From an optimization exercise on the open Yosys and OpenROAD flow, aimed at small area, a short achievable clock period and few clock cycles per item; shortcuts taken in it are not production practice.
RTL that was checked went through simulation tests only; none was proved equivalent to the original.
No functional check of the RTL was part of runs 3 and 5.

--- design/flow/design.v ---
module keyhash (
    input  wire        clk,
    input  wire        rst_n,
    input  wire        req_valid,
    output wire        req_ready,
    input  wire [7:0]  req_ns,
    input  wire [7:0]  req_len,      
    input  wire        key_valid,
    output wire        key_ready,
    input  wire [31:0] key_data,
    output reg         res_valid,
    output wire [63:0] res_hash,
    output wire [15:0] res_fp
);
    localparam [31:0] IV0 = 32'h6a09e667, IV1 = 32'hbb67ae85,
                      IV2 = 32'h3c6ef372, IV3 = 32'ha54ff53a,
                      IV4 = 32'h510e527f, IV5 = 32'h9b05688c,
                      IV6 = 32'h1f83d9ab, IV7 = 32'h5be0cd19;
    reg         run;          
    reg [1:0]   st;           
    reg         rl;           
    reg         ok;           
    reg [5:0]   kc;           
    reg         ld;           
    reg         act;          
    reg         first;        
    reg         last;         
    reg         go;           
    reg [3:0]   wph;          
    reg [3:0]   bph;          
    reg [31:0]  a, b, c, d, e, f, g, h;
    reg [31:0]  p;            
    reg [31:0]  W [0:15];     
    reg [31:0]  R  [0:3];     
    reg [31:0]  RE [0:3];     
    reg         fvalid;
    reg [7:0]   fns;
    reg [7:0]   fml;          
    reg [1:0]   fnb;          
    reg [5:0]   fg;           
    reg [5:0]   fkw;          
    reg         kwl;          
    reg         kn;           
    reg [31:0]  ir;           
    reg         irv;
    reg [7:0]   carry;        
    reg [31:0] kk;
    always @(*) begin
        case (kc)
            6'd0:  kk = 32'h428a2f98; 6'd1:  kk = 32'h71374491;
            6'd2:  kk = 32'hb5c0fbcf; 6'd3:  kk = 32'he9b5dba5;
            6'd4:  kk = 32'h3956c25b; 6'd5:  kk = 32'h59f111f1;
            6'd6:  kk = 32'h923f82a4; 6'd7:  kk = 32'hab1c5ed5;
            6'd8:  kk = 32'hd807aa98; 6'd9:  kk = 32'h12835b01;
            6'd10: kk = 32'h243185be; 6'd11: kk = 32'h550c7dc3;
            6'd12: kk = 32'h72be5d74; 6'd13: kk = 32'h80deb1fe;
            6'd14: kk = 32'h9bdc06a7; 6'd15: kk = 32'hc19bf174;
            6'd16: kk = 32'he49b69c1; 6'd17: kk = 32'hefbe4786;
            6'd18: kk = 32'h0fc19dc6; 6'd19: kk = 32'h240ca1cc;
            6'd20: kk = 32'h2de92c6f; 6'd21: kk = 32'h4a7484aa;
            6'd22: kk = 32'h5cb0a9dc; 6'd23: kk = 32'h76f988da;
            6'd24: kk = 32'h983e5152; 6'd25: kk = 32'ha831c66d;
            6'd26: kk = 32'hb00327c8; 6'd27: kk = 32'hbf597fc7;
            6'd28: kk = 32'hc6e00bf3; 6'd29: kk = 32'hd5a79147;
            6'd30: kk = 32'h06ca6351; 6'd31: kk = 32'h14292967;
            6'd32: kk = 32'h27b70a85; 6'd33: kk = 32'h2e1b2138;
            6'd34: kk = 32'h4d2c6dfc; 6'd35: kk = 32'h53380d13;
            6'd36: kk = 32'h650a7354; 6'd37: kk = 32'h766a0abb;
            6'd38: kk = 32'h81c2c92e; 6'd39: kk = 32'h92722c85;
            6'd40: kk = 32'ha2bfe8a1; 6'd41: kk = 32'ha81a664b;
            6'd42: kk = 32'hc24b8b70; 6'd43: kk = 32'hc76c51a3;
            6'd44: kk = 32'hd192e819; 6'd45: kk = 32'hd6990624;
            6'd46: kk = 32'hf40e3585; 6'd47: kk = 32'h106aa070;
            6'd48: kk = 32'h19a4c116; 6'd49: kk = 32'h1e376c08;
            6'd50: kk = 32'h2748774c; 6'd51: kk = 32'h34b0bcb5;
            6'd52: kk = 32'h391c0cb3; 6'd53: kk = 32'h4ed8aa4a;
            6'd54: kk = 32'h5b9cca4f; 6'd55: kk = 32'h682e6ff3;
            6'd56: kk = 32'h748f82ee; 6'd57: kk = 32'h78a5636f;
            6'd58: kk = 32'h84c87814; 6'd59: kk = 32'h8cc70208;
            6'd60: kk = 32'h90befffa; 6'd61: kk = 32'ha4506ceb;
            6'd62: kk = 32'hbef9a3f7; default: kk = 32'hc67178f2;
        endcase
    end
    wire [5:0] mw    = fml[7:2];
    wire [1:0] mb    = fml[1:0];
    wire       w_lt  = (fg < mw);
    wire       w_eq  = (fg == mw);
    wire       w_len = (fg == {fnb, 4'hf});
    wire [5:0] fg1   = fg + 6'd1;
    wire [7:0] b0src = (fg == 6'd0) ? fns : carry;
    reg [31:0] msg;
    integer qq;
    always @(*) begin
        for (qq = 0; qq < 4; qq = qq + 1) begin
            if (w_lt || (w_eq && qq[1:0] < mb))
                msg[31-8*qq -: 8] = (qq == 0) ? b0src : ir[39-8*qq -: 8];
            else if (w_eq && qq[1:0] == mb)
                msg[31-8*qq -: 8] = 8'h80;
            else
                msg[31-8*qq -: 8] = 8'h00;
        end
        if (w_len)
            msg = {16'd0, 5'd0, fml, 3'd0};
    end
    wire s0 = !run && (st == 2'd0);
    wire s2 = !run && (st == 2'd2);
    wire s3 = !run && (st == 2'd3);
    wire s0fire = (wph[1:0] == 2'd0) &&
                  (rl ? (wph == bph && (irv || !kn)) : (act || fvalid));
    wire stepping = !run && (!s0 || s0fire);
    wire lp = (run && ld) || (s2 && (rl || fvalid)) || (s3 && go);
    wire [3:0] lidx = run ? kc[3:0] + 4'd1 : {3'd0, s3};
    wire replay  = lp && (lidx < fg[3:0]);        
    wire fd      = lp && ok && !replay;           
    wire miss    = fd && kn && !irv;              
    wire feed    = fd && !miss;
    wire consume = feed && kn;                    
    wire rot     = !ok || replay || miss || (rl && !run && !st[1]);
    wire nk      = !(act && !last);       
    reg kr, rr;                           
    assign req_ready = rr;
    assign key_ready = kr;
    wire req_hs = req_valid && rr;
    wire key_hs = key_valid && key_ready;
    assign res_hash = {R[3], R[2]};
    assign res_fp   = R[1][31:16];
    function [31:0] rotr(input [31:0] x, input integer n);
        rotr = (x >> n) | (x << (32 - n));
    endfunction
    wire [31:0] S1 = rotr(e, 6) ^ rotr(e, 11) ^ rotr(e, 25);
    wire [31:0] S0 = rotr(a, 2) ^ rotr(a, 13) ^ rotr(a, 22);
    wire [31:0] CH = (e & f) ^ (~e & g);
    wire [31:0] MJ = (a & b) ^ (a & c) ^ (b & c);
    wire [31:0] t_s  = p ^ CH ^ d;
    wire [31:0] t_c  = ((p & CH) | (p & d) | (CH & d)) << 1;
    wire [31:0] x_s  = t_s ^ t_c ^ S1;
    wire [31:0] x_c  = ((t_s & t_c) | (t_s & S1) | (t_c & S1)) << 1;
    wire [31:0] e_n  = x_s + x_c;
    wire [31:0] m_s  = p ^ CH ^ MJ;
    wire [31:0] m_c  = ((p & CH) | (p & MJ) | (CH & MJ)) << 1;
    wire [31:0] u_s  = m_s ^ m_c ^ S1;
    wire [31:0] u_c  = ((m_s & m_c) | (m_s & S1) | (m_c & S1)) << 1;
    wire [31:0] v_s  = u_s ^ u_c ^ S0;
    wire [31:0] v_c  = ((u_s & u_c) | (u_s & S0) | (u_c & S0)) << 1;
    wire [31:0] a_n  = v_s + v_c;
    wire [31:0] w14 = W[14], w1 = W[1];
    wire [31:0] ss1 = rotr(w14, 17) ^ rotr(w14, 19) ^ (w14 >> 10);
    wire [31:0] ss0 = rotr(w1, 7) ^ rotr(w1, 18) ^ (w1 >> 3);
    wire [31:0] wn  = ss1 + W[9] + ss0 + W[0];
    wire [31:0] w_in = rot ? W[0] : (feed ? msg : wn);
    wire [31:0] p_n = g + kk + W[15];
    reg [31:0] iva, ive;
    always @(*) begin
        case (st)
            2'd0: begin iva = IV3; ive = IV7; end
            2'd1: begin iva = IV2; ive = IV6; end
            2'd2: begin iva = IV1; ive = IV5; end
            default: begin iva = IV0; ive = IV4; end
        endcase
    end
    wire        ivsel = first && !rl;
    wire        ivld  = rl ? first : nk;
    wire [31:0] ra = (ivsel ? iva : R[0]) + (rl ? 32'd0 : d);
    wire [31:0] re = (ivsel ? ive : RE[0]) + (rl ? 32'd0 : h);
    integer i;
    always @(posedge clk) begin
        for (i = 0; i < 15; i = i + 1)
            W[i] <= W[i+1];
        W[15] <= w_in;
        p <= p_n;
        if (run) begin
            a <= a_n;
            e <= e_n;
        end else begin
            a <= ivld ? iva : ra;
            e <= ivld ? ive : re;
        end
        b <= a; c <= b; d <= c;
        f <= e; g <= f; h <= g;
        R[0] <= R[1];   R[1] <= R[2];   R[2] <= R[3];
        RE[0] <= RE[1]; RE[1] <= RE[2]; RE[2] <= RE[3];
        R[3]  <= stepping ? ra : R[0];
        RE[3] <= stepping ? re : RE[0];
        if (key_hs)
            ir <= key_data;
        if (consume)
            carry <= ir[7:0];
        if (req_hs) begin
            fns <= req_ns;
            fml <= req_len + 8'd1;
            fnb <= (req_len + 8'd9) >> 6;
        end
    end
    reg       run_n, rl_n, ok_n, act_n, ld_n, go_n, fvalid_n, kn_n, kwl_n, irv_n;
    reg [1:0] st_n;
    reg [5:0] kc_n, fg_n, fkw_n;
    always @(*) begin
        run_n = run; st_n = st; rl_n = rl; ok_n = ok; act_n = act;
        ld_n = ld; go_n = go; kc_n = kc;
        fvalid_n = fvalid; fg_n = fg; kn_n = kn; fkw_n = fkw; kwl_n = kwl;
        irv_n = irv;
        if (run) begin
            kc_n = kc + 6'd1;
            ld_n = (kc < 6'd14) && (kc != 6'd0);
            if (miss) begin                        
                run_n = 1'b0; st_n = 2'd0; rl_n = 1'b1; ok_n = 1'b0;
            end else if (kc == 6'd0) begin         
                run_n = 1'b0; st_n = 2'd0; rl_n = 1'b0;
            end
        end else if (stepping) begin
            st_n = st + 2'd1;
            kc_n = {5'd0, s3};
            if (s0)
                ok_n = 1'b1;
            if (miss)
                ok_n = 1'b0;
            if (s2 && !rl)
                go_n = fvalid;
            if (s3) begin
                if (!rl)
                    act_n = go;
                if (go) begin
                    run_n = ok_n;                  
                    rl_n  = !ok_n;
                    ld_n  = 1'b1;
                end else begin
                    rl_n  = 1'b0;                  
                end
            end
        end
        if (req_hs) begin
            fvalid_n = 1'b1;
            fg_n     = 6'd0;
            kn_n     = (req_len != 8'd0);
        end else if (feed) begin
            fg_n = fg1;
            kn_n = ({fg1, 2'b01} < {2'b00, fml});
            if (w_len)
                fvalid_n = 1'b0;
        end
        if (req_hs) begin
            fkw_n = (req_len + 8'd3) >> 2;
            kwl_n = (req_len != 8'd0);
        end else if (key_hs) begin
            fkw_n = fkw - 6'd1;
            kwl_n = (fkw != 6'd1);
        end
        if (key_hs)
            irv_n = 1'b1;
        else if (consume)
            irv_n = 1'b0;
        if (!rst_n) begin
            run_n = 1'b0; st_n = 2'd0; rl_n = 1'b0; ok_n = 1'b0;
            act_n = 1'b0; ld_n = 1'b0; fvalid_n = 1'b0; irv_n = 1'b0;
        end
    end
    wire       lp_n  = (run_n && ld_n) || (!run_n && st_n == 2'd2 && (rl_n || fvalid_n)) ||
                       (!run_n && st_n == 2'd3 && go_n);
    wire [3:0] lidx_n = run_n ? kc_n[3:0] + 4'd1 : {3'd0, st_n == 2'd3};
    wire       use_n = lp_n && ok_n && !(lidx_n < fg_n[3:0]) && kn_n;
    wire       kr_n  = fvalid_n && kwl_n && (!irv_n || use_n);
    always @(posedge clk) begin
        run <= run_n; st <= st_n; rl <= rl_n; ok <= ok_n; act <= act_n;
        ld <= ld_n; go <= go_n; kc <= kc_n;
        fvalid <= fvalid_n; fg <= fg_n; kn <= kn_n; fkw <= fkw_n;
        kwl <= kwl_n; irv <= irv_n;
        kr <= kr_n;
        rr <= !fvalid_n;
        wph <= rst_n ? wph + 4'd1 : 4'd0;
        if (s0 && s0fire && !rl)
            bph <= wph;
        res_valid <= rst_n && s3 && !rl && act && last;
        if (s3 && !rl && go) begin
            first <= (fg[5:4] == 2'd0);
            last  <= (fg[5:4] == fnb);
        end
    end
endmodule
--- design/flow/flow/run.sh ---
#!/bin/bash
# The standard layout with three changes in how it is made (the SDC is unchanged):
#  - timing repair aims at a 5 ns period (SETUP_SLACK_MARGIN=10),
#  - the port buffers are buf_1 cells,
#  - after the standard synthesis, fix_inv.py removes inverter pairs that Yosys's
#    full-adder extraction leaves around full adders (registers are not touched).
# Each step's full output goes to a log file of its own in this folder.
set -euo pipefail
ARGS=(SETUP_SLACK_MARGIN=9.5 "BUFFER_PORTS_ARGS=-buffer_cell sky130_fd_sc_hd__buf_1")
RES=orfs/results/sky130hd/keyhash/base
bash standard.sh "${ARGS[@]}" synth > standard_synth.log 2>&1
cp "$RES/1_2_yosys.v" 1_2_yosys.standard.v
python3 flow/fix_inv.py 1_2_yosys.standard.v 1_2_yosys.fixed.v > fix_inv.log 2>&1
cp 1_2_yosys.fixed.v "$RES/1_2_yosys.v"
rm -f "$RES/1_synth.odb" "$RES/1_synth.sdc"
bash standard.sh "${ARGS[@]}" finish > standard_finish.log 2>&1
--- design/flow/flow/fix_inv.py ---
#!/usr/bin/env python3
"""Remove inverters around full adders in a Yosys netlist of sky130hd cells.

Yosys's extract_fa often builds a full adder on inverted inputs and inverts
its outputs again. A full adder is self-dual: fa(~a, ~b, ~c) = ~fa(a, b, c)
for both outputs. So when all three inputs of a full adder come from
inverters, the adder may take the inverters' inputs instead; its outputs
then carry the complement, which feeds inverter loads directly (those
inverters go) and other loads through one new inverter. A rewrite is made
only when it removes more inverters than it adds. Registers are untouched.

usage: fix_inv.py IN.v OUT.v
"""
import re
import sys

OUT_PINS = {"X", "Y", "Q", "Q_N", "SUM", "COUT", "HI", "LO"}
CELL_RE = re.compile(r"^  (sky130_fd_sc_hd__\w+) (\S+)\s+\(\n(.*?)\n  \);\n", re.S | re.M)
PIN_RE = re.compile(r"\.(\w+)\((.*?)\)")


def is_inv(typ):
    return re.fullmatch(r"sky130_fd_sc_hd__(clk)?inv_\d+", typ) is not None


def main():
    src = open(sys.argv[1]).read()
    ports = set()
    for m in re.finditer(r"^\s*(input|output|inout)\s+(\[[^\]]*\]\s*)?(\S+);", src, re.M):
        ports.add(m.group(3).lstrip("\\"))

    def is_port(net):
        base = net.strip().lstrip("\\").split("[")[0].strip()
        return base in ports

    first = CELL_RE.search(src)
    head = src[: first.start()]
    cells = []  # [typ, name, [(pin, net)]]
    pos = first.start()
    tail_start = None
    for m in CELL_RE.finditer(src):
        if m.start() != pos:
            raise SystemExit("unexpected text between cells at %d" % pos)
        pins = [(p, n) for p, n in PIN_RE.findall(m.group(3))]
        cells.append([m.group(1), m.group(2), pins])
        pos = m.end()
    tail = src[pos:]
    if "assign" in tail or "assign" in head:
        raise SystemExit("assign statements not handled")

    alive = [True] * len(cells)
    drv = {}
    loads = {}

    def index():
        drv.clear()
        loads.clear()
        for i, (typ, name, pins) in enumerate(cells):
            if not alive[i]:
                continue
            for p, n in pins:
                if p in OUT_PINS:
                    drv[n] = i
                else:
                    loads.setdefault(n, []).append((i, p))

    def pin(i, p):
        for q, n in cells[i][2]:
            if q == p:
                return n
        return None

    def setpin(i, p, net):
        cells[i][2] = [(q, net if q == p else n) for q, n in cells[i][2]]

    new_wires = []
    counter = [0]

    def new_net():
        counter[0] += 1
        n = "_fxinv%d_" % counter[0]
        new_wires.append(n)
        return n

    removed = added = 0
    changed = True
    while changed:
        changed = False
        index()
        for i, (typ, name, pins) in enumerate(cells):
            if not alive[i] or not re.fullmatch(r"sky130_fd_sc_hd__fa_\d+", typ):
                continue
            ins = [pin(i, p) for p in ("A", "B", "CIN")]
            if any(n is None for n in ins):
                continue
            outs = [pin(i, p) for p in ("SUM", "COUT")]
            if any(is_port(n) for n in outs):
                continue
            inv_of = [n in drv and is_inv(cells[drv[n]][0]) for n in ins]
            if sum(inv_of) < 2:
                continue
            gain = 0
            inv_ins = {}
            for k, n in enumerate(ins):
                if inv_of[k]:
                    inv_ins[drv[n]] = inv_ins.get(drv[n], 0) + 1
            for j, cnt in inv_ins.items():
                yn = pin(j, "Y")
                if not is_port(yn) and len(loads.get(yn, [])) == cnt:
                    gain += 1
            # inputs not inverted need an inverted copy: reuse an existing inverter if any
            need = []
            for k, n in enumerate(ins):
                if inv_of[k]:
                    continue
                ex = [j for j, p in loads.get(n, []) if is_inv(cells[j][0]) and p == "A"]
                need.append((k, n, ex[0] if ex else None))
                if not ex:
                    gain -= 1
            plan = []
            for o in outs:
                ls = loads.get(o, [])
                invl = [j for j, p in ls if is_inv(cells[j][0]) and not is_port(pin(j, "Y"))]
                other = [(j, p) for j, p in ls if j not in invl]
                gain += len(invl) - (1 if other else 0)
                plan.append((o, invl, other))
            if gain <= 0:
                continue
            # rewrite inputs
            newin = list(ins)
            for k, n in enumerate(ins):
                if inv_of[k]:
                    newin[k] = pin(drv[n], "A")
            for k, n, ex in need:
                if ex is not None:
                    newin[k] = pin(ex, "Y")
                else:
                    nn = new_net()
                    cells.append(["sky130_fd_sc_hd__inv_1", "_fxinvi%d_" % counter[0],
                                  [("A", n), ("Y", nn)]])
                    alive.append(True)
                    added += 1
                    newin[k] = nn
            for p, n in zip(("A", "B", "CIN"), newin):
                setpin(i, p, n)
            for j, cnt in inv_ins.items():
                yn = pin(j, "Y")
                if not is_port(yn) and len(loads.get(yn, [])) == cnt:
                    alive[j] = False
                    removed += 1
            # rewrite outputs
            for (o, invl, other), p in zip(plan, ("SUM", "COUT")):
                on = new_net()
                setpin(i, p, on)
                for j in invl:
                    yn = pin(j, "Y")
                    for k, q in loads.get(yn, []):
                        setpin(k, q, on)
                    alive[j] = False
                    removed += 1
                if other:
                    cells.append(["sky130_fd_sc_hd__inv_1", "_fxinvc%d_" % counter[0],
                                  [("A", on), ("Y", o)]])
                    alive.append(True)
                    added += 1
            changed = True
            break  # re-index after every rewrite
    out = [head.rstrip("\n") + "\n"]
    for n in new_wires:
        out.append("  wire %s;\n" % n)
    for i, (typ, name, pins) in enumerate(cells):
        if not alive[i]:
            continue
        out.append("  %s %s (\n%s\n  );\n" % (typ, name, ",\n".join("    .%s(%s)" % pn for pn in pins)))
    out.append(tail)
    open(sys.argv[2], "w").write("".join(out))
    sys.stderr.write("fix_inv: removed %d inverters, added %d\n" % (removed, added))


if __name__ == "__main__":
    main()
--- design/flow/standard.sh ---
#!/bin/bash
# synth_recipe.tcl (not shown) runs the flow's synth.tcl, then flattens the netlist and writes it again
# the make line also repeats each setting of config.mk as NAME=value (left out here)
make -C /OpenROAD-flow-scripts/flow DESIGN_CONFIG=/design/flow/config.mk WORK_HOME=/design/flow/orfs CLKGATE_MAP_FILE= SYNTH_SCRIPT=/design/flow/synth_recipe.tcl "${@:-finish}"
--- design/flow/config.mk ---
export PLATFORM = sky130hd
export DESIGN_NAME = keyhash
export DESIGN_NICKNAME = keyhash
export VERILOG_FILES = /design/flow/design.v
export SDC_FILE = /design/flow/constraint.sdc
export NUM_CORES = 4
export LEC_CHECK = 0
export ABC_CLOCK_PERIOD_IN_PS = 4500
export CAP_MARGIN = 20
export CORE_MARGIN = 2
export CORE_UTILIZATION = 40
export CTS_CLUSTER_DIAMETER = 100
export CTS_CLUSTER_SIZE = 20
export PLACE_DENSITY = 0.6
export SLEW_MARGIN = 20
--- design/flow/constraint.sdc ---
create_clock -name core_clock -period 15.0 [get_ports {clk}]
set_input_delay 3.0000 -clock core_clock [delete_from_list [all_inputs] [get_ports {clk}]]
set_output_delay 3.0000 -clock core_clock [all_outputs]
set_load 0.01 [all_outputs]
==> results of run 1 <==
## final cells by class
cell class,count,area [um^2]
sequential,1157,23900
tap,1625,2030
fill,11500,68100
clock inverter,12,224
timing repair buffer,183,930
antenna,1,2.50
clock buffer,77,1800
multi-input combinational,3082,24200
inverter,185,704
timing repair inverter,1,5.00
## critical path: stages, from the launching register on
cell	delay [ns]
dfxtp_1	0.40
buf_6	0.24
ha_1	0.52
nor2_1	0.15
o311ai_0	0.35
o21ai_0	0.14
o21ai_0	0.43
inv_1	0.14
fa_1	0.46
ha_1	0.36
a21o_1	0.18
a21o_1	0.16
a21o_1	0.16
a221o_1	0.33
a31o_1	0.23
a2111o_1	0.43
a41oi_2	0.24
o21bai_1	0.08
a21oi_1	0.17
xnor2_1	0.13
## per-layer routing
layer	share of wire [%]	vias up	wire length, um
met5	0.016	-	24
met4	3.0	4	4480
met3	7.4	210	11000
met2	44	1129	65400
met1	46	16600	68800
li1	-	15700	-
## placed cells by master (no fill, tap or decap), types with 73 or more instances in the layout
cell / n
buf_1: 134
o21ai_0: 241
xnor2_1: 335
fa_1: 250
dfxtp_1: 1074
a21oi_1: 285
nand3_1: 73
xor2_1: 122
nor2b_1: 92
inv_1: 180
a21o_1: 94
nand2_1: 410
nor2_1: 252
ha_1: 231
## flip-flops by register name, indices dropped and copies added, names as in the netlist, 4 cells and up
register and cells:
p 32, a 32, fns 8, R 128, fkw 6, bph 4
kc 6, fg 6, c 32, g 32, W 512, d 32
b 32, f 32, carry 8, e 32, h 32, RE 128
wph 4, fml 8, ir 32
## repair_timing
action                                  CTS  global route
buffers inserted                          5             5
gates resized for setup                  27            36
pin swaps                                 0             2
endpoints found under the setup margin   32            19
cloned                                    1             0
## worst max path at each step
stage,start,endpoint,cells after the start
6_report,kc[1]$_DFF_P_,p[29]$_DFF_P_,19
3_3_place_gp,kc[0]$_DFF_P_,p[29]$_DFF_P_,23
4_1_cts,kc[1]$_DFF_P_,p[29]$_DFF_P_,22
3_5_place_dp,kc[0]$_DFF_P_,p[29]$_DFF_P_,23
2_1_floorplan,kc[2]$_DFF_P_,p[29]$_DFF_P_,25
5_1_grt,kc[1]$_DFF_P_,p[29]$_DFF_P_,19
## through the flow
stage / instance area [um^2] / hold slack, ns
after CTS: 53600 / 0.317
after global routing: 53800 / 0.319
after detailed placement: 51400 / 0.312
final: 53800 / 0.316
after global placement: 51400 / 0.309
after floorplan: 49200 / 0.310
==> results.yml, run 1 <==
sta:
  hold_viol_final: 0
  drv_slew: 0
  fin_worst_skew_ns: 0.0341
  rsz0062_at_grt: "yes"
  max_slew_margin_pct: 30.2
  worst_pin_slew_ns: 1.04
  tns_ns: 0
  layout_setup_ws_ns: 9.58
  min_period_over_period_pct: 36.1
  setup_viol_count_final: 0
  timing.fmax_mhz: 185
  fin_crit_ns: 5.42
global_routing:
  antenna_found_initial: 7
  grt_max_degree: 96
  track_usage_pct: 23.5
  grt_pass1_vias: 32300
  grt_use_met3_pct: 4.56
  grt_pass1_wl_um: 217000
  grt_use_met1_pct: 34.0
  grt_overflow: 0
  grtUsageMet2_pct: 35.4
  top_usage_layer: "met2"
placed_design:
  dp_hpwl_um: 115000
  place_congestion: 0.969
  place_inst: 6221
  port_buffers: 134
  pre_cts_ws_ns: 8.22
detailed_routing:
  drtAntennaViolNets: 0
  drt-initial-drc-count: 3202
  first_pass_iters: 6
  post_drt_wl_per_cell_um: 23.7
  via_per_inst: 5.33
  drc_errors: 0
  num_vias: 33700
  wl_um: 150000
setup_path:
  end_kind: "flop"
  critical_path_class: "flop to flop"
  cp.arrival_ns: 6.03
  rrSetupSlack_ns: 9.58
  reg2reg_to: "p[29]$_DFF_P_"
  cp-start-kind: "flop"
  r2r_cells: 19
  required_ns: 15.62
  crit-reg2reg-launch: "kc[1]$_DFF_P_"
  path_max_fanout: 18
die:
  die-height_um: 355
  dieArea_um2: 126000
  rows: 128
  dieWidth_um: 355
  ios: 135
  coreArea_um2: 122000
  initial_core_util_pct: 40.4
clocking:
  clock_path_buffers: 3
  clk_latency_ns: 0.71
  ctsHtreeMaxLevel: 3
  root_buffer: "clkbuf_16"
  hold_buffers: 0
  cts_buffers: 70
  cts.sinks: 1157
  cts_tree: "built"
  path_clk_slew_ns: 0.09
synth:
  postSynthCellCount: 4585
  yosysWarnings: 4
  syn_nets: 5124
  synth_area_um2: 49200
  syn_area_per_cell_um2: 10.7
finish:
  stdcell_count: 6323
  layout.nets: 5219
  finish.utilization_pct: 44.1
  drive_gt1_share_pct: 4.96
  area.growth.synth_to_final_pct: 9.20
hold_path:
  hold_class: "flop to flop"
  hold_depth: 0
  worstHoldStart: "W[8][20]$_DFF_P_"
  holdPathEnd: "W[7][20]$_DFF_P_"
run_status:
  status: "complete, no violations"
job:
  cap_violations: 0
Testbench counts, summed over its fixed seeds: cycles 236,508, keys 2,400.
==> run 2, diff against run 1 <==
--- a/design/flow/flow/run.sh
+++ b/design/flow/flow/run.sh
@@ -7,5 +7,5 @@
 # Each step's full output goes to a log file of its own in this folder.
 set -euo pipefail
-ARGS=(SETUP_SLACK_MARGIN=9.5 "BUFFER_PORTS_ARGS=-buffer_cell sky130_fd_sc_hd__buf_1")
+ARGS=(SETUP_SLACK_MARGIN=10 "BUFFER_PORTS_ARGS=-buffer_cell sky130_fd_sc_hd__buf_1")
 RES=orfs/results/sky130hd/keyhash/base
 bash standard.sh "${ARGS[@]}" synth > standard_synth.log 2>&1
==> run 2 against run 1 <==
Effect of this change:
- sequential share of layout area shrank 0.96 points
- worst hold slack worse by 0.010 ns
- critical path depth rose by 2
- design area grew 2.5%
- critical path type unchanged
- routed wire length increased by 0.97%
- register-to-register slack improved by 0.43 ns
- cell count rose by 0.85%
- worst setup slack gained 0.43 ns
==> results.yml, run 2 <==
run_status:
  status: "complete, no violations"
finish:
  fin_area_um2: 55100
  layout.nets: 5267
  reg.largest.list: "W: 512 flops, RE: 128 flops, R: 128 flops"
  drive_gt1_share_pct: 8.80
  layout_commonest_cell: "dfxtp_1"
  regMostFlops: "W"
  largest_reg_flops: 512
  layout_common_cells: "1037 x dfxtp_1, 400 x nand2_1, 331 x xnor2_1, 276 x a21oi_1, 248 x fa_1"
  area.growth.synth_to_final_pct: 11.9
  finish.utilization_pct: 45.2
detailed_routing:
  route.met2.wl_um: 64600
  drt-initial-drc-count: 2890
  drtAntennaViolNets: 0
  wl_um: 151000
  via_per_inst: 5.31
  num_vias: 33900
  wl_met1_um: 69400
  dr_wl_met3_um: 11600
  post_drt_wl_per_cell_um: 23.7
  first_pass_iters: 7
  top_layer_used: "met5"
  drc_errors: 0
sta:
  setup_viol_count_final: 0
  drv_slew: 0
  rsz0062_at_grt: "yes"
  timing.fmax_mhz: 201
  holdWs_ns: 0.306
  fin_crit_ns: 4.98
  layout_setup_ws_ns: 10.02
  hold_viol_final: 0
  worst_pin_slew_ns: 1.09
  max_slew_margin_pct: 27.4
  tns_ns: 0
  min_period_over_period_pct: 33.2
  fin_worst_skew_ns: 0.0464
die:
  dieArea_um2: 126000
  dieWidth_um: 355
  die-height_um: 355
  coreArea_um2: 122000
  rows: 128
  ios: 135
  initial_core_util_pct: 40.4
global_routing:
  track_usage_pct: 23.6
  antenna_found_initial: 7
  grt_max_degree: 92
  grt_pass1_wl_um: 218000
  grt_overflow: 0
  grt_pass1_vias: 32600
setup_path:
  r2r_cells: 21
  cp.arrival_ns: 5.62
  critical_path_class: "flop to flop"
  required_ns: 15.64
  path_max_fanout: 8
  cp-start-kind: "flop"
  end_kind: "flop"
job:
  cap_violations: 0
clocking:
  cts_tree: "built"
  cts_buffers: 70
  clk_latency_ns: 0.72
  ctsHtreeMaxLevel: 3
  path_clk_slew_ns: 0.08
  root_buffer: "clkbuf_16"
  hold_buffers: 0
  clock_path_buffers: 3
  cts.sinks: 1157
synth:
  yosysWarnings: 4
  synth_area_um2: 49200
  syn_nets: 5124
  syn_area_per_cell_um2: 10.7
  postSynthCellCount: 4585
hold_path:
  hold_depth: 0
  hold_class: "flop to flop"
placed_design:
  pre_cts_ws_ns: 8.86
  placed_area_um2: 51400
  port_buffers: 134
  place_congestion: 0.955
  dp_hpwl_um: 115000
run 2: critical path, stage by stage, from the launching register on:
cell and delay (ns):
dfxtp_4 0.36, buf_12 0.10, clkinvlp_4 0.24, ha_4 0.30, nor2_4 0.25, nand2_2 0.13, a221o_1 0.35, a31oi_2 0.29
inv_1 0.12, fa_1 0.50, fa_2 0.40, inv_2 0.07, nor2b_2 0.05, o21ai_2 0.18, a21boi_2 0.11, a2bb2oi_4 0.17
a31o_1 0.23, a2111o_1 0.44, a41oi_2 0.22, o21bai_1 0.12, a21oi_2 0.16, xnor2_1 0.13
run 2: layout make-up:
cell class,instances,area [um^2]
timing repair buffer,232,1560
clock inverter,13,205
antenna,2,5.00
inverter,185,703
multi-input combinational,3082,24800
sequential,1157,24000
tap,1625,2030
fill,11500,66800
clock buffer,81,1840
run 2: path summary, 6_finish.rpt:
path | slack, ns | start | endpoint
max | 10.02 | kc[0]$_DFF_P_ | p[29]$_DFF_P_
min | 0.31 | W[8][0]$_DFF_P_ | W[7][0]$_DFF_P_
max reg2reg | 10.02 | kc[0]$_DFF_P_ | p[29]$_DFF_P_
min reg2reg | 0.31 | W[8][0]$_DFF_P_ | W[7][0]$_DFF_P_
run 2: per-layer routing:
layer | track usage (%) | up-vias
li1 | - | 15900
met1 | 34.1 | 16600
met2 | 35.3 | 1194
met3 | 4.55 | 229
met4 | 7.87 | 6
met5 | 0 | -
run 2: through the flow:
step,cells
floorplan,4585
global placement,6224
detailed placement,6224
CTS,6339
global route,6375
finish,6377
run 2: timing repair:
action / 4_1_cts / 5_1_grt
buffers inserted: 19 / 33
endpoints found under the hold margin: 0 / 0
gates cloned: 2 / 3
endpoints found under the setup margin: 74 / 47
gates resized for setup: 137 / 154
pin swaps: 16 / 50
==> run 3, diff against run 2 <==
==> design/flow/design.v (replaced) <==
module keyhash (
    input  wire        clk,
    input  wire        rst_n,
    input  wire        req_valid,
    output wire        req_ready,
    input  wire [7:0]  req_ns,
    input  wire [7:0]  req_len,      
    input  wire        key_valid,
    output wire        key_ready,
    input  wire [31:0] key_data,
    output reg         res_valid,
    output wire [63:0] res_hash,
    output wire [15:0] res_fp
);
    localparam [31:0] IV0 = 32'h6a09e667, IV1 = 32'hbb67ae85,
                      IV2 = 32'h3c6ef372, IV3 = 32'ha54ff53a,
                      IV4 = 32'h510e527f, IV5 = 32'h9b05688c,
                      IV6 = 32'h1f83d9ab, IV7 = 32'h5be0cd19;
    reg         run;          
    reg [1:0]   st;           
    reg         rl;           
    reg         ok;           
    reg [5:0]   kc;           
    reg         ld;           
    reg         act;          
    reg         first;        
    reg         last;         
    reg         go;           
    reg [3:0]   wph;          
    reg [3:0]   bph;          
    reg [31:0]  a, b, c, d, e, f, g, h;
    reg [31:0]  p;            
    reg [31:0]  kreg;         
    reg [31:0]  W [0:15];     
    reg [31:0]  R  [0:3];     
    reg [31:0]  RE [0:3];     
    reg         fvalid;
    reg [7:0]   fns;
    reg [7:0]   fml;          
    reg [1:0]   fnb;          
    reg [5:0]   fg;           
    reg [5:0]   fkw;          
    reg         kwl;          
    reg         kn;           
    reg [31:0]  ir;           
    reg         irv;
    reg [7:0]   carry;        
    wire [5:0] mw    = fml[7:2];
    wire [1:0] mb    = fml[1:0];
    wire       w_lt  = (fg < mw);
    wire       w_eq  = (fg == mw);
    wire       w_len = (fg == {fnb, 4'hf});
    wire [5:0] fg1   = fg + 6'd1;
    wire [7:0] b0src = (fg == 6'd0) ? fns : carry;
    reg [31:0] msg;
    integer qq;
    always @(*) begin
        for (qq = 0; qq < 4; qq = qq + 1) begin
            if (w_lt || (w_eq && qq[1:0] < mb))
                msg[31-8*qq -: 8] = (qq == 0) ? b0src : ir[39-8*qq -: 8];
            else if (w_eq && qq[1:0] == mb)
                msg[31-8*qq -: 8] = 8'h80;
            else
                msg[31-8*qq -: 8] = 8'h00;
        end
        if (w_len)
            msg = {16'd0, 5'd0, fml, 3'd0};
    end
    wire s0 = !run && (st == 2'd0);
    wire s2 = !run && (st == 2'd2);
    wire s3 = !run && (st == 2'd3);
    wire s0fire = (wph[1:0] == 2'd0) &&
                  (rl ? (wph == bph && (irv || !kn)) : (act || fvalid));
    wire stepping = !run && (!s0 || s0fire);
    wire lp = (run && ld) || (s2 && (rl || fvalid)) || (s3 && go);
    wire [3:0] lidx = run ? kc[3:0] + 4'd1 : {3'd0, s3};
    wire replay  = lp && (lidx < fg[3:0]);        
    wire fd      = lp && ok && !replay;           
    wire miss    = fd && kn && !irv;              
    wire feed    = fd && !miss;
    wire consume = feed && kn;                    
    wire rot     = !ok || replay || miss || (rl && !run && !st[1]);
    wire nk      = !(act && !last);       
    reg kr, rr;                           
    assign req_ready = rr;
    assign key_ready = kr;
    wire req_hs = req_valid && rr;
    wire key_hs = key_valid && key_ready;
    assign res_hash = {R[3], R[2]};
    assign res_fp   = R[1][31:16];
    function [31:0] rotr(input [31:0] x, input integer n);
        rotr = (x >> n) | (x << (32 - n));
    endfunction
    reg  [31:0] S1;
    wire [31:0] S0 = rotr(a, 2) ^ rotr(a, 13) ^ rotr(a, 22);
    wire [31:0] CH = (e & f) ^ (~e & g);
    wire [31:0] MJ = (a & b) ^ (a & c) ^ (b & c);
    wire [31:0] t_s  = p ^ S1 ^ CH;
    wire [31:0] t_c  = ((p & S1) | (p & CH) | (S1 & CH)) << 1;
    wire [31:0] x_s  = t_s ^ t_c ^ d;
    wire [31:0] x_c  = ((t_s & t_c) | (t_s & d) | (t_c & d)) << 1;
    wire [31:0] e_n  = x_s + x_c;
    wire [31:0] u_s  = t_s ^ t_c ^ MJ;
    wire [31:0] u_c  = ((t_s & t_c) | (t_s & MJ) | (t_c & MJ)) << 1;
    wire [31:0] v_s  = u_s ^ u_c ^ S0;
    wire [31:0] v_c  = ((u_s & u_c) | (u_s & S0) | (u_c & S0)) << 1;
    wire [31:0] a_n  = v_s + v_c;
    wire [31:0] w14 = W[14], w1 = W[1];
    wire [31:0] ss1 = rotr(w14, 17) ^ rotr(w14, 19) ^ (w14 >> 10);
    wire [31:0] ss0 = rotr(w1, 7) ^ rotr(w1, 18) ^ (w1 >> 3);
    wire [31:0] wn  = ss1 + W[9] + ss0 + W[0];
    wire [31:0] w_in = rot ? W[0] : (feed ? msg : wn);
    wire [31:0] p_n = g + kreg + W[15];
    reg [31:0] iva, ive;
    always @(*) begin
        case (st)
            2'd0: begin iva = IV3; ive = IV7; end
            2'd1: begin iva = IV2; ive = IV6; end
            2'd2: begin iva = IV1; ive = IV5; end
            default: begin iva = IV0; ive = IV4; end
        endcase
    end
    wire        ivsel = first && !rl;
    wire        ivld  = rl ? first : nk;
    wire [31:0] ra = (ivsel ? iva : R[0]) + (rl ? 32'd0 : d);
    wire [31:0] re = (ivsel ? ive : RE[0]) + (rl ? 32'd0 : h);
    wire [31:0] e_nx = run ? e_n : (ivld ? ive : re);
    integer i;
    always @(posedge clk) begin
        for (i = 0; i < 15; i = i + 1)
            W[i] <= W[i+1];
        W[15] <= w_in;
        p <= p_n;
        if (run)
            a <= a_n;
        else
            a <= ivld ? iva : ra;
        e  <= e_nx;
        S1 <= rotr(e_nx, 6) ^ rotr(e_nx, 11) ^ rotr(e_nx, 25);
        b <= a; c <= b; d <= c;
        f <= e; g <= f; h <= g;
        R[0] <= R[1];   R[1] <= R[2];   R[2] <= R[3];
        RE[0] <= RE[1]; RE[1] <= RE[2]; RE[2] <= RE[3];
        R[3]  <= stepping ? ra : R[0];
        RE[3] <= stepping ? re : RE[0];
        if (key_hs)
            ir <= key_data;
        if (consume)
            carry <= ir[7:0];
        if (req_hs) begin
            fns <= req_ns;
            fml <= req_len + 8'd1;
            fnb <= (req_len + 8'd9) >> 6;
        end
    end
    reg       run_n, rl_n, ok_n, act_n, ld_n, go_n, fvalid_n, kn_n, kwl_n, irv_n;
    reg [1:0] st_n;
    reg [5:0] kc_n, fg_n, fkw_n;
    always @(*) begin
        run_n = run; st_n = st; rl_n = rl; ok_n = ok; act_n = act;
        ld_n = ld; go_n = go; kc_n = kc;
        fvalid_n = fvalid; fg_n = fg; kn_n = kn; fkw_n = fkw; kwl_n = kwl;
        irv_n = irv;
        if (run) begin
            kc_n = kc + 6'd1;
            ld_n = (kc < 6'd14) && (kc != 6'd0);
            if (miss) begin                        
                run_n = 1'b0; st_n = 2'd0; rl_n = 1'b1; ok_n = 1'b0;
            end else if (kc == 6'd0) begin         
                run_n = 1'b0; st_n = 2'd0; rl_n = 1'b0;
            end
        end else if (stepping) begin
            st_n = st + 2'd1;
            kc_n = {5'd0, s3};
            if (s0)
                ok_n = 1'b1;
            if (miss)
                ok_n = 1'b0;
            if (s2 && !rl)
                go_n = fvalid;
            if (s3) begin
                if (!rl)
                    act_n = go;
                if (go) begin
                    run_n = ok_n;                  
                    rl_n  = !ok_n;
                    ld_n  = 1'b1;
                end else begin
                    rl_n  = 1'b0;                  
                end
            end
        end
        if (req_hs) begin
            fvalid_n = 1'b1;
            fg_n     = 6'd0;
            kn_n     = (req_len != 8'd0);
        end else if (feed) begin
            fg_n = fg1;
            kn_n = ({fg1, 2'b01} < {2'b00, fml});
            if (w_len)
                fvalid_n = 1'b0;
        end
        if (req_hs) begin
            fkw_n = (req_len + 8'd3) >> 2;
            kwl_n = (req_len != 8'd0);
        end else if (key_hs) begin
            fkw_n = fkw - 6'd1;
            kwl_n = (fkw != 6'd1);
        end
        if (key_hs)
            irv_n = 1'b1;
        else if (consume)
            irv_n = 1'b0;
        if (!rst_n) begin
            run_n = 1'b0; st_n = 2'd0; rl_n = 1'b0; ok_n = 1'b0;
            act_n = 1'b0; ld_n = 1'b0; fvalid_n = 1'b0; irv_n = 1'b0;
        end
    end
    reg [31:0] kk;
    always @(*) begin
        case (kc_n)
            6'd0:  kk = 32'h428a2f98; 6'd1:  kk = 32'h71374491;
            6'd2:  kk = 32'hb5c0fbcf; 6'd3:  kk = 32'he9b5dba5;
            6'd4:  kk = 32'h3956c25b; 6'd5:  kk = 32'h59f111f1;
            6'd6:  kk = 32'h923f82a4; 6'd7:  kk = 32'hab1c5ed5;
            6'd8:  kk = 32'hd807aa98; 6'd9:  kk = 32'h12835b01;
            6'd10: kk = 32'h243185be; 6'd11: kk = 32'h550c7dc3;
            6'd12: kk = 32'h72be5d74; 6'd13: kk = 32'h80deb1fe;
            6'd14: kk = 32'h9bdc06a7; 6'd15: kk = 32'hc19bf174;
            6'd16: kk = 32'he49b69c1; 6'd17: kk = 32'hefbe4786;
            6'd18: kk = 32'h0fc19dc6; 6'd19: kk = 32'h240ca1cc;
            6'd20: kk = 32'h2de92c6f; 6'd21: kk = 32'h4a7484aa;
            6'd22: kk = 32'h5cb0a9dc; 6'd23: kk = 32'h76f988da;
            6'd24: kk = 32'h983e5152; 6'd25: kk = 32'ha831c66d;
            6'd26: kk = 32'hb00327c8; 6'd27: kk = 32'hbf597fc7;
            6'd28: kk = 32'hc6e00bf3; 6'd29: kk = 32'hd5a79147;
            6'd30: kk = 32'h06ca6351; 6'd31: kk = 32'h14292967;
            6'd32: kk = 32'h27b70a85; 6'd33: kk = 32'h2e1b2138;
            6'd34: kk = 32'h4d2c6dfc; 6'd35: kk = 32'h53380d13;
            6'd36: kk = 32'h650a7354; 6'd37: kk = 32'h766a0abb;
            6'd38: kk = 32'h81c2c92e; 6'd39: kk = 32'h92722c85;
            6'd40: kk = 32'ha2bfe8a1; 6'd41: kk = 32'ha81a664b;
            6'd42: kk = 32'hc24b8b70; 6'd43: kk = 32'hc76c51a3;
            6'd44: kk = 32'hd192e819; 6'd45: kk = 32'hd6990624;
            6'd46: kk = 32'hf40e3585; 6'd47: kk = 32'h106aa070;
            6'd48: kk = 32'h19a4c116; 6'd49: kk = 32'h1e376c08;
            6'd50: kk = 32'h2748774c; 6'd51: kk = 32'h34b0bcb5;
            6'd52: kk = 32'h391c0cb3; 6'd53: kk = 32'h4ed8aa4a;
            6'd54: kk = 32'h5b9cca4f; 6'd55: kk = 32'h682e6ff3;
            6'd56: kk = 32'h748f82ee; 6'd57: kk = 32'h78a5636f;
            6'd58: kk = 32'h84c87814; 6'd59: kk = 32'h8cc70208;
            6'd60: kk = 32'h90befffa; 6'd61: kk = 32'ha4506ceb;
            6'd62: kk = 32'hbef9a3f7; default: kk = 32'hc67178f2;
        endcase
    end
    always @(posedge clk)
        kreg <= kk;
    wire       lp_n  = (run_n && ld_n) || (!run_n && st_n == 2'd2 && (rl_n || fvalid_n)) ||
                       (!run_n && st_n == 2'd3 && go_n);
    wire [3:0] lidx_n = run_n ? kc_n[3:0] + 4'd1 : {3'd0, st_n == 2'd3};
    wire       use_n = lp_n && ok_n && !(lidx_n < fg_n[3:0]) && kn_n;
    wire       kr_n  = fvalid_n && kwl_n && (!irv_n || use_n);
    always @(posedge clk) begin
        run <= run_n; st <= st_n; rl <= rl_n; ok <= ok_n; act <= act_n;
        ld <= ld_n; go <= go_n; kc <= kc_n;
        fvalid <= fvalid_n; fg <= fg_n; kn <= kn_n; fkw <= fkw_n;
        kwl <= kwl_n; irv <= irv_n;
        kr <= kr_n;
        rr <= !fvalid_n;
        wph <= rst_n ? wph + 4'd1 : 4'd0;
        if (s0 && s0fire && !rl)
            bph <= wph;
        res_valid <= rst_n && s3 && !rl && act && last;
        if (s3 && !rl && go) begin
            first <= (fg[5:4] == 2'd0);
            last  <= (fg[5:4] == fnb);
        end
    end
endmodule
--- a/design/flow/flow/run.sh
+++ b/design/flow/flow/run.sh
@@ -7,5 +7,5 @@
 # Each step's full output goes to a log file of its own in this folder.
 set -euo pipefail
-ARGS=(SETUP_SLACK_MARGIN=10 "BUFFER_PORTS_ARGS=-buffer_cell sky130_fd_sc_hd__buf_1")
+ARGS=(SETUP_SLACK_MARGIN=11 "BUFFER_PORTS_ARGS=-buffer_cell sky130_fd_sc_hd__buf_1")
 RES=orfs/results/sky130hd/keyhash/base
 bash standard.sh "${ARGS[@]}" synth > standard_synth.log 2>&1
==> run 3 against run 2 <==
Effect of this change:
- critical path type unchanged
- first-iteration DRC count up 23%
- still clean on timing, DRC and antenna
- sequential share of layout area down 1.2 points
- sequential cell count up 64
- worst hold slack better by 0.0033 ns
- cell count increased by 1.9%
- maximum frequency rose by 4.1%
- critical endpoint is now a[27]$_DFF_P_
- design area grew 8.9%
- clock skew increased by 0.011 ns
- utilization increased by 3.4 points
- synthesized cell count fell by 1.5%
==> results.yml, run 3 <==
run_status:
  status: "complete, no violations"
setup_path:
  crit-reg2reg-launch: "e[3]$_DFF_P_"
  crit_end: "a[27]$_DFF_P_"
  reg2reg_to: "a[27]$_DFF_P_"
  cp-start-kind: "flop"
  r2r_cells: 17
  end_kind: "flop"
  path_max_fanout: 3
  required_ns: 15.61
  rrSetupSlack_ns: 10.21
  cp.arrival_ns: 5.39
  crit_path_start: "e[3]$_DFF_P_"
  critical_path_class: "flop to flop"
finish:
  largest_reg_flops: 512
  layout_common_cells: "1006 x dfxtp_1, 389 x nand2_1, 300 x xnor2_1, 230 x nor2_1, 213 x a21oi_1"
  layout.nets: 5345
  area.growth.synth_to_final_pct: 20.7
  regMostFlops: "W"
  fillCellCount: 11000
  seq_area_um2: 25400
  drive_gt1_share_pct: 21.8
  layout_commonest_cell: "dfxtp_1"
  multiInputGateArea_um2: 26300
  reg.largest.list: "W: 512 flops, RE: 128 flops, R: 128 flops"
sta:
  min_period_over_period_pct: 31.9
  tns_ns: 0
  worst_pin_slew_ns: 1.06
  setup_viol_count_final: 0
  hold_viol_final: 0
  drv_slew: 0
  rsz0062_at_grt: "yes"
  holdWs_ns: 0.309
  timing.fmax_mhz: 209
  max_slew_margin_pct: 29.0
  fin_crit_ns: 4.79
  fin_worst_skew_ns: 0.0575
die:
  die-height_um: 356
  rows: 129
  dieWidth_um: 356
  initial_core_util_pct: 40.2
  dieArea_um2: 127000
  ios: 135
  coreArea_um2: 123000
global_routing:
  track_usage_pct: 23.7
  grt_overflow: 0
  antenna_found_initial: 11
  grt_pass1_vias: 33700
  grt_max_degree: 78
  grt_pass1_wl_um: 223000
detailed_routing:
  drtAntennaViolNets: 0
  via_per_inst: 5.40
  drc_errors: 0
  post_drt_wl_per_cell_um: 23.9
  num_vias: 35100
  drt-initial-drc-count: 3563
  first_pass_iters: 6
  wl_um: 155000
clocking:
  root_buffer: "clkbuf_16"
  cts.sinks: 1221
  cts_buffers: 73
  cts_tree: "built"
  ctsHtreeMaxLevel: 3
  clk_latency_ns: 0.73
  path_clk_slew_ns: 0.10
  clock_path_buffers: 3
synth:
  syn_nets: 5029
  yosysWarnings: 4
  syn_area_per_cell_um2: 11.0
  synth_area_um2: 49700
  postSynthCellCount: 4515
hold_path:
  hold_class: "flop to flop"
placed_design:
  place_congestion: 0.956
  dp_hpwl_um: 111000
  port_buffers: 134
job:
  cap_violations: 0
==> run 3: changes by cell type in the layout (fill, tap and decap cells not counted), moves of 63 or more <==
cell     change
buf_4      +128
buf_6      +128
inv_1       -86
dfxtp_2     +83
buf_1       -82
a21oi_1     -63
==> run 3: final cells by class <==
class                           instances  share of cell area, %
Antenna cell                            5                 0.0209
Multi-Input combinational cell       3015                   43.8
Inverter                              108                  0.720
Tap cell                             1637                   3.42
Sequential cell                      1221                   42.3
Clock inverter                         10                  0.296
Timing Repair Buffer                  411                   6.18
Clock buffer                           89                   3.22
Timing Repair inverter                  1                 0.0146
==> run 3: worst min-delay path by stage <==
stage                      start                end  slack [ns]  cells after the start
2_1_floorplan   W[2][19]$_DFF_P_   W[1][19]$_DFF_P_        0.31                      0
3_3_place_gp   RE[3][18]$_DFF_P_  RE[2][18]$_DFF_P_        0.31                      0
3_5_place_dp     W[2][2]$_DFF_P_    W[1][2]$_DFF_P_        0.31                      0
4_1_cts         W[7][31]$_DFF_P_   W[6][31]$_DFF_P_        0.32                      0
5_1_grt        W[13][13]$_DFF_P_  W[12][13]$_DFF_P_        0.33                      0
6_report       W[13][13]$_DFF_P_  W[12][13]$_DFF_P_        0.31                      0
==> run 3: what timing repair did <==
| item | CTS | global route |
|---|---|---|
| pin swaps | 167 | 194 |
| gates resized for setup | 648 | 287 |
| buffers inserted | 155 | 83 |
| endpoints found under the setup margin | 277 | 229 |
| hold endpoints to repair | 0 | 0 |
| hold buffers | 0 | 0 |
| cloned | 5 | 0 |
==> run 3: worst max-delay path, stage by stage (launching register included) <==
cell and delay, ns:
dfxtp_2 0.34, mux2_2 0.34, fa_2 0.60, fa_1 0.45, fa_1 0.49, ha_4 0.29, nor2b_1 0.12, o21a_1 0.16
o21ai_2 0.08, a2111oi_4 0.30, o31ai_2 0.08, buf_4 0.16, a211oi_4 0.37, o221ai_4 0.19, buf_4 0.16, buf_4 0.12
xnor2_1 0.11, a221o_1 0.29
==> run 3: per-stage QoR <==
step           cells  util (%)  instance area, um^2  setup slack (ns)
2_1_floorplan   4515         -                49800             10.41
3_3_place_gp    6150      42.0                51900              9.07
3_5_place_dp    6150      42.0                51900              9.47
4_1_cts         6409      46.9                57900             10.31
5_1_grt         6492      48.6                60000             10.04
6_report        6497      48.6                60000             10.21
==> run 3: metal layers <==
metal	part of all wire, %	GRT usage, %
met5	0.035	0
met4	3.7	8.44
met3	6.9	3.55
met2	45	36.9
met1	44	33.6
==> run 4, diff against run 3 <==
--- a/design/flow/design.v
+++ b/design/flow/design.v
@@ -94,5 +94,5 @@
     reg  [31:0] S1;
     wire [31:0] S0 = rotr(a, 2) ^ rotr(a, 13) ^ rotr(a, 22);
-    wire [31:0] CH = (e & f) ^ (~e & g);
+    reg  [31:0] CH;
     wire [31:0] MJ = (a & b) ^ (a & c) ^ (b & c);
     wire [31:0] t_s  = p ^ S1 ^ CH;
@@ -138,4 +138,5 @@
         e  <= e_nx;
         S1 <= rotr(e_nx, 6) ^ rotr(e_nx, 11) ^ rotr(e_nx, 25);
+        CH <= (e_nx & e) ^ (~e_nx & f);
         b <= a; c <= b; d <= c;
         f <= e; g <= f; h <= g;
==> run 4 against run 3 <==
Effect of this change:
- sequential share of layout area up 0.51 points
- global-route usage up 0.22 points
- cell count up 0.75%
- via count up 1.8%
- utilization down 0.30 points
- clock-buffer cell count down 5
==> results.yml, run 4 <==
finish:
  layout_common_cells: "1047 x dfxtp_1, 367 x nand2_1, 275 x xnor2_1, 251 x a21oi_1, 237 x nor2_1"
  stdcell_count: 6546
  reg.largest.list: "W: 512 flops, RE: 128 flops, R: 128 flops"
  layout.nets: 5387
  drive_gt1_share_pct: 20.8
  largest_reg_flops: 512
  layout_commonest_cell: "dfxtp_1"
  area.growth.synth_to_final_pct: 19.6
  regMostFlops: "W"
sta:
  drv_slew: 0
  rsz0062_at_grt: "yes"
  fin_worst_skew_ns: 0.0531
  min_period_over_period_pct: 30.2
  worst_pin_slew_ns: 1.11
  holdWs_ns: 0.307
  timing.fmax_mhz: 221
  hold_viol_final: 0
  setup_viol_count_final: 0
  max_slew_margin_pct: 25.9
  fin_crit_ns: 4.52
  tns_ns: 0
placed_design:
  place_inst: 6267
  port_buffers: 134
  dp_hpwl_um: 115000
  place_congestion: 0.951
detailed_routing:
  post_drt_wl_per_cell_um: 24.4
  drc_errors: 0
  wl_um: 160000
  via_per_inst: 5.45
  drt-initial-drc-count: 3762
  first_pass_iters: 8
  drtAntennaViolNets: 0
  num_vias: 35700
global_routing:
  antenna_found_initial: 4
  grt_pass1_vias: 34800
  grt_max_degree: 85
  grt_overflow: 0
  grt_pass1_wl_um: 231000
  track_usage_pct: 24.0
die:
  dieWidth_um: 360
  die-height_um: 360
  ios: 135
  initial_core_util_pct: 40.4
  coreArea_um2: 126000
  rows: 130
  dieArea_um2: 130000
synth:
  syn_area_per_cell_um2: 11.0
  syn_nets: 5133
  synth_area_um2: 50800
  yosysWarnings: 4
  postSynthCellCount: 4619
setup_path:
  path_max_fanout: 2
  critical_path_class: "flop to flop"
  required_ns: 15.58
  cp-start-kind: "flop"
  cp.arrival_ns: 5.10
  critPathSlowestCell: "fa_2"
  crit_chain: "fa_2, fa_1, fa_1, ha_4, fa_2, inv_2, nor2b_2, o31a_1, o2111ai_4, buf_6, a31oi_4, a311o_1, a21o_1, a21o_1, a31oi_2, xor2_1, a2bb2oi_1"
  max_stage_delay_ns: 0.61
  end_kind: "flop"
clocking:
  cts_tree: "built"
  cts_buffers: 74
  clk_latency_ns: 0.74
  ctsHtreeMaxLevel: 3
  clock_path_buffers: 3
  cts.sinks: 1253
  root_buffer: "clkbuf_16"
  path_clk_slew_ns: 0.08
job:
  cap_violations: 0
hold_path:
  hold_class: "flop to flop"
run_status:
  status: "complete, no violations"
==> run 4: through the flow <==
| stage | utilization [%] | worst slack (ns) | cell area, um^2 |
|---|---|---|---|
| detailed placement | 42.2 | 9.74 | 53100 |
| finish | 48.3 | 10.48 | 60800 |
| global route | 48.3 | 10.35 | 60800 |
| floorplan | - | 10.65 | 50900 |
| CTS | 46.7 | 10.43 | 58800 |
| global placement | 42.2 | 9.82 | 53100 |
==> run 4: area by class of cell <==
type / count / area [um^2]
Multi-Input combinational cell: 3071 / 26800
Fill cell: 11400 / 65100
Tap cell: 1650 / 2060
Clock inverter: 11 / 251
Sequential cell: 1253 / 26000
Antenna cell: 4 / 10.0
Clock buffer: 84 / 1910
Inverter: 120 / 483
Timing Repair Buffer: 353 / 3190
==> run 4: critical path, delay by kind of cell, from the launching register on <==
kind	cells	cell delay (ns)
AO/OA/AOI/OAI	8	1.55
XOR/XNOR	1	0.17
adder cells (fa/ha/maj)	5	2.06
buffers and inverters	2	0.22
flip-flops	1	0.33
AND/OR/NAND/NOR	1	0.04
==> run 4: timing repair <==
action,in CTS,in global routing
resized for setup,657,270
buffers inserted,105,68
endpoints found under the setup margin,287,241
cloned,3,4
hold buffers,0,0
pin swaps,137,152
hold endpoints to repair,0,0
==> run 4: per-layer routing <==
metal / vias to the layer above / global-route usage (%) / routed length (um)
li1: 16400 / - / -
met1: 17600 / 33.4 / 70000
met2: 1438 / 37.2 / 71200
met3: 287 / 4.77 / 13100
met4: 2 / 7.85 / 5410
met5: - / 0 / 13
==> run 4: worst paths after layout <==
check                                        from  slack (ns)  cells after the start           endpoint
worst max-delay path                CH[1]$_DFF_P_       10.48                     17      a[29]$_DFF_P_
worst min-delay path            W[13][16]$_DFF_P_        0.31                      0  W[12][16]$_DFF_P_
worst max register to register      CH[1]$_DFF_P_       10.48                     17      a[29]$_DFF_P_
worst min register to register  W[13][16]$_DFF_P_        0.31                      0  W[12][16]$_DFF_P_
Testbench counts of run 4, summed over its fixed seeds: cycles 236,508, keys 2,400.
==> run 5, diff against run 4 <==
--- a/design/flow/design.v
+++ b/design/flow/design.v
@@ -94,5 +94,5 @@
     reg  [31:0] S1;
     wire [31:0] S0 = rotr(a, 2) ^ rotr(a, 13) ^ rotr(a, 22);
-    reg  [31:0] CH;
+    wire [31:0] CH = (e & f) ^ (~e & g);
     wire [31:0] MJ = (a & b) ^ (a & c) ^ (b & c);
     wire [31:0] t_s  = p ^ S1 ^ CH;
@@ -138,5 +138,4 @@
         e  <= e_nx;
         S1 <= rotr(e_nx, 6) ^ rotr(e_nx, 11) ^ rotr(e_nx, 25);
-        CH <= (e_nx & e) ^ (~e_nx & f);
         b <= a; c <= b; d <= c;
         f <= e; g <= f; h <= g;
--- a/design/flow/flow/run.sh
+++ b/design/flow/flow/run.sh
@@ -7,5 +7,5 @@
 # Each step's full output goes to a log file of its own in this folder.
 set -euo pipefail
-ARGS=(SETUP_SLACK_MARGIN=11 "BUFFER_PORTS_ARGS=-buffer_cell sky130_fd_sc_hd__buf_1")
+ARGS=(SETUP_SLACK_MARGIN=10.5 "BUFFER_PORTS_ARGS=-buffer_cell sky130_fd_sc_hd__buf_1")
 RES=orfs/results/sky130hd/keyhash/base
 bash standard.sh "${ARGS[@]}" synth > standard_synth.log 2>&1
==> run 5 against run 4 <==
Effect of this change:
- non-clock buffer count fell by 98
- largest cell class is now sequential cells
- sequential share of layout area grew 2.1 points
- clock skew up 0.0056 ns
- synthesized area is 2.2% lower
- worst hold slack lost 0.0084 ns
- cell count is 3.1% lower
- design area is 7.6% lower
- routed wire length decreased by 6.3%
==> results.yml, run 5 <==
run_status:
  status: "complete, no violations"
finish:
  area.growth.synth_to_final_pct: 13.1
  layout_common_cells: "1103 x dfxtp_1, 401 x nand2_1, 330 x xnor2_1, 245 x nor2_1, 240 x a21oi_1"
  fillCellCount: 11400
  layout.nets: 5190
  reg.largest.list: "W: 512 flops, RE: 128 flops, R: 128 flops"
  layout_commonest_cell: "dfxtp_1"
  fin_area_um2: 56200
  regMostFlops: "W"
  drive_gt1_share_pct: 11.5
  largest_reg_flops: 512
clocking:
  clk_latency_ns: 0.73
  cts.sinks: 1221
  path_clk_slew_ns: 0.09
  hold_buffers: 0
  cts_tree: "built"
  ctsHtreeMaxLevel: 3
  cts_buffers: 74
  root_buffer: "clkbuf_16"
  clock_path_buffers: 3
global_routing:
  grt_pass1_vias: 32500
  grt_max_degree: 73
  grt_overflow: 0
  antenna_found_initial: 6
  grt_pass1_wl_um: 217000
  track_usage_pct: 23.2
setup_path:
  path_max_fanout: 3
  crit_chain: "mux2_4, fa_2, fa_1, fa_1, ha_2, fa_2, inv_2, nor2b_1, o21a_1, o21ai_2, a2111oi_4, o31ai_2, buf_4, buf_6, a21oi_4, a311oi_2, o2111ai_1, a21oi_1, xor2_1, o21ai_1"
  max_stage_delay_ns: 0.56
  required_ns: 15.57
  end_kind: "flop"
  cp-start-kind: "flop"
  cp.depth: 20
  critPathSlowestCell: "fa_2"
  critical_path_class: "flop to flop"
  cp.arrival_ns: 5.48
  critical-path-top-delay-family: "adder cells"
  crit-reg2reg-launch: "e[1]$_DFF_P_"
  rrSetupSlack_ns: 10.09
  r2r_cells: 20
  cp_num_buf_inv: 3
  reg2reg_to: "a[23]$_DFF_P_"
detailed_routing:
  post_drt_wl_per_cell_um: 23.6
  drt-initial-drc-count: 3243
  first_pass_iters: 5
  dr_wl_met3_um: 9560
  wl_met1_um: 68800
  wl_um: 150000
  via_per_inst: 5.36
  top_layer_used: "met5"
  drc_errors: 0
  drtAntennaViolNets: 0
  num_vias: 34000
  route.met2.wl_um: 66400
placed_design:
  dp_hpwl_um: 112000
  port_buffers: 134
  placed_area_um2: 51900
  place_congestion: 0.957
die:
  coreArea_um2: 123000
  dieArea_um2: 127000
  die-height_um: 356
  rows: 129
  initial_core_util_pct: 40.2
  dieWidth_um: 356
  ios: 135
sta:
  setup_viol_count_final: 0
  hold_viol_final: 0
  worst_pin_slew_ns: 1.21
  rsz0062_at_grt: "yes"
  tns_ns: 0
  fin_worst_skew_ns: 0.0586
  max_slew_margin_pct: 18.7
  timing.fmax_mhz: 204
  drv_slew: 0
  fin_crit_ns: 4.91
  min_period_over_period_pct: 32.7
synth:
  synth_area_um2: 49700
  syn_area_per_cell_um2: 11.0
  postSynthCellCount: 4515
  syn_nets: 5029
  yosysWarnings: 4
job:
  cap_violations: 0
hold_path:
  hold_depth: 0
  holdPathEnd: "RE[1][31]$_DFF_P_"
  hold_class: "flop to flop"
  worstHoldStart: "RE[2][31]$_DFF_P_"
[run 5: per-layer routing]
metal  vias up  global-route usage (%)
li1      15800                       -
met1     16700                    33.9
met2      1247                    35.6
met3       222                    2.87
met4         2                    7.13
met5         -                       0
[run 5: metrics by stage]
stage / cells / worst slack (ns) / util, % / hold slack (ns)
floorplan: 4515 / 10.31 / - / 0.310
global placement: 6160 / 9.39 / 42.0 / 0.310
detailed placement: 6160 / 9.21 / 42.0 / 0.312
CTS: 6298 / 10.15 / 44.5 / 0.300
global route: 6339 / 9.98 / 45.5 / 0.305
finish: 6341 / 10.09 / 45.5 / 0.299
[run 5: cell type report]
| class | count | area [um^2] | share of cell area (%) |
|---|---|---|---|
| inverter | 108 | 410 | 0.731 |
| sequential | 1221 | 25200 | 44.9 |
| timing repair buffer | 255 | 1560 | 2.78 |
| antenna | 2 | 5.00 | 0.00891 |
| multi-input combinational | 3015 | 24700 | 44.0 |
| clock buffer | 86 | 1910 | 3.39 |
| tap | 1637 | 2050 | 3.65 |
| clock inverter | 16 | 302 | 0.537 |
| timing repair inverter | 1 | 5.00 | 0.00891 |
[run 5: worst max-delay path by stage]
stage | slack, ns | start | endpoint
after floorplan | 10.31 | req_valid | kr$_DFF_P_
after global placement | 9.39 | rl$_DFF_P_ | S1[24]$_DFF_P_
after detailed placement | 9.21 | rl$_DFF_P_ | S1[5]$_DFF_P_
after CTS | 10.15 | e[1]$_DFF_P_ | a[23]$_DFF_P_
after global routing | 9.98 | e[1]$_DFF_P_ | a[23]$_DFF_P_
final | 10.09 | e[1]$_DFF_P_ | a[23]$_DFF_P_
[run 5: timing repair]
action	in CTS	in global routing
pin swaps	35	80
gates cloned	2	1
gates resized for setup	134	191
buffers inserted	34	40
setup endpoints to repair	134	92

==> what the ideal ports hide <==
No port has a modelled driver above. Below, the same layouts with a new extraction and two added sets of constraints. Step 1 sets driving cells, clkbuf_16 on the clock port and buf_2 on the other inputs (assumed; they add their load-dependent delay and slew). Step 2 adds t to the input delays and takes it off the output delays; t is the mean of the earliest and latest rising clock arrival at the registers after step 1. Input paths then give back, and output paths get back, about the clock's delay inside the block. a / b / c = ideal / step 1 / step 2; a / b = the first two.
run	shift t [ns]	setup slack, ns	hold slack, ns	worst register clock-pin slew, ns	cell pins on the clock port's net
run 1	0.762	9.584 / 9.584 / 9.584	0.316 / 0.316 / 0.316	0.09 / 0.09	1
run 2	0.764	10.018 / 10.018 / 9.842	0.306 / 0.306 / 0.306	0.09 / 0.09	1
run 3	0.772	10.213 / 10.213 / 10.213	0.309 / 0.309 / 0.309	0.10 / 0.10	1
run 4	0.783	10.476 / 10.476 / 10.385	0.307 / 0.307 / 0.307	0.10 / 0.10	1
run 5	0.776	10.091 / 10.091 / 9.895	0.299 / 0.299 / 0.299	0.09 / 0.09	1
After both steps every run listed still meets setup and hold. For run 5, which loses most, drivers alone change the setup slack by 0.000 ns; drivers and shift together by -0.196 ns.
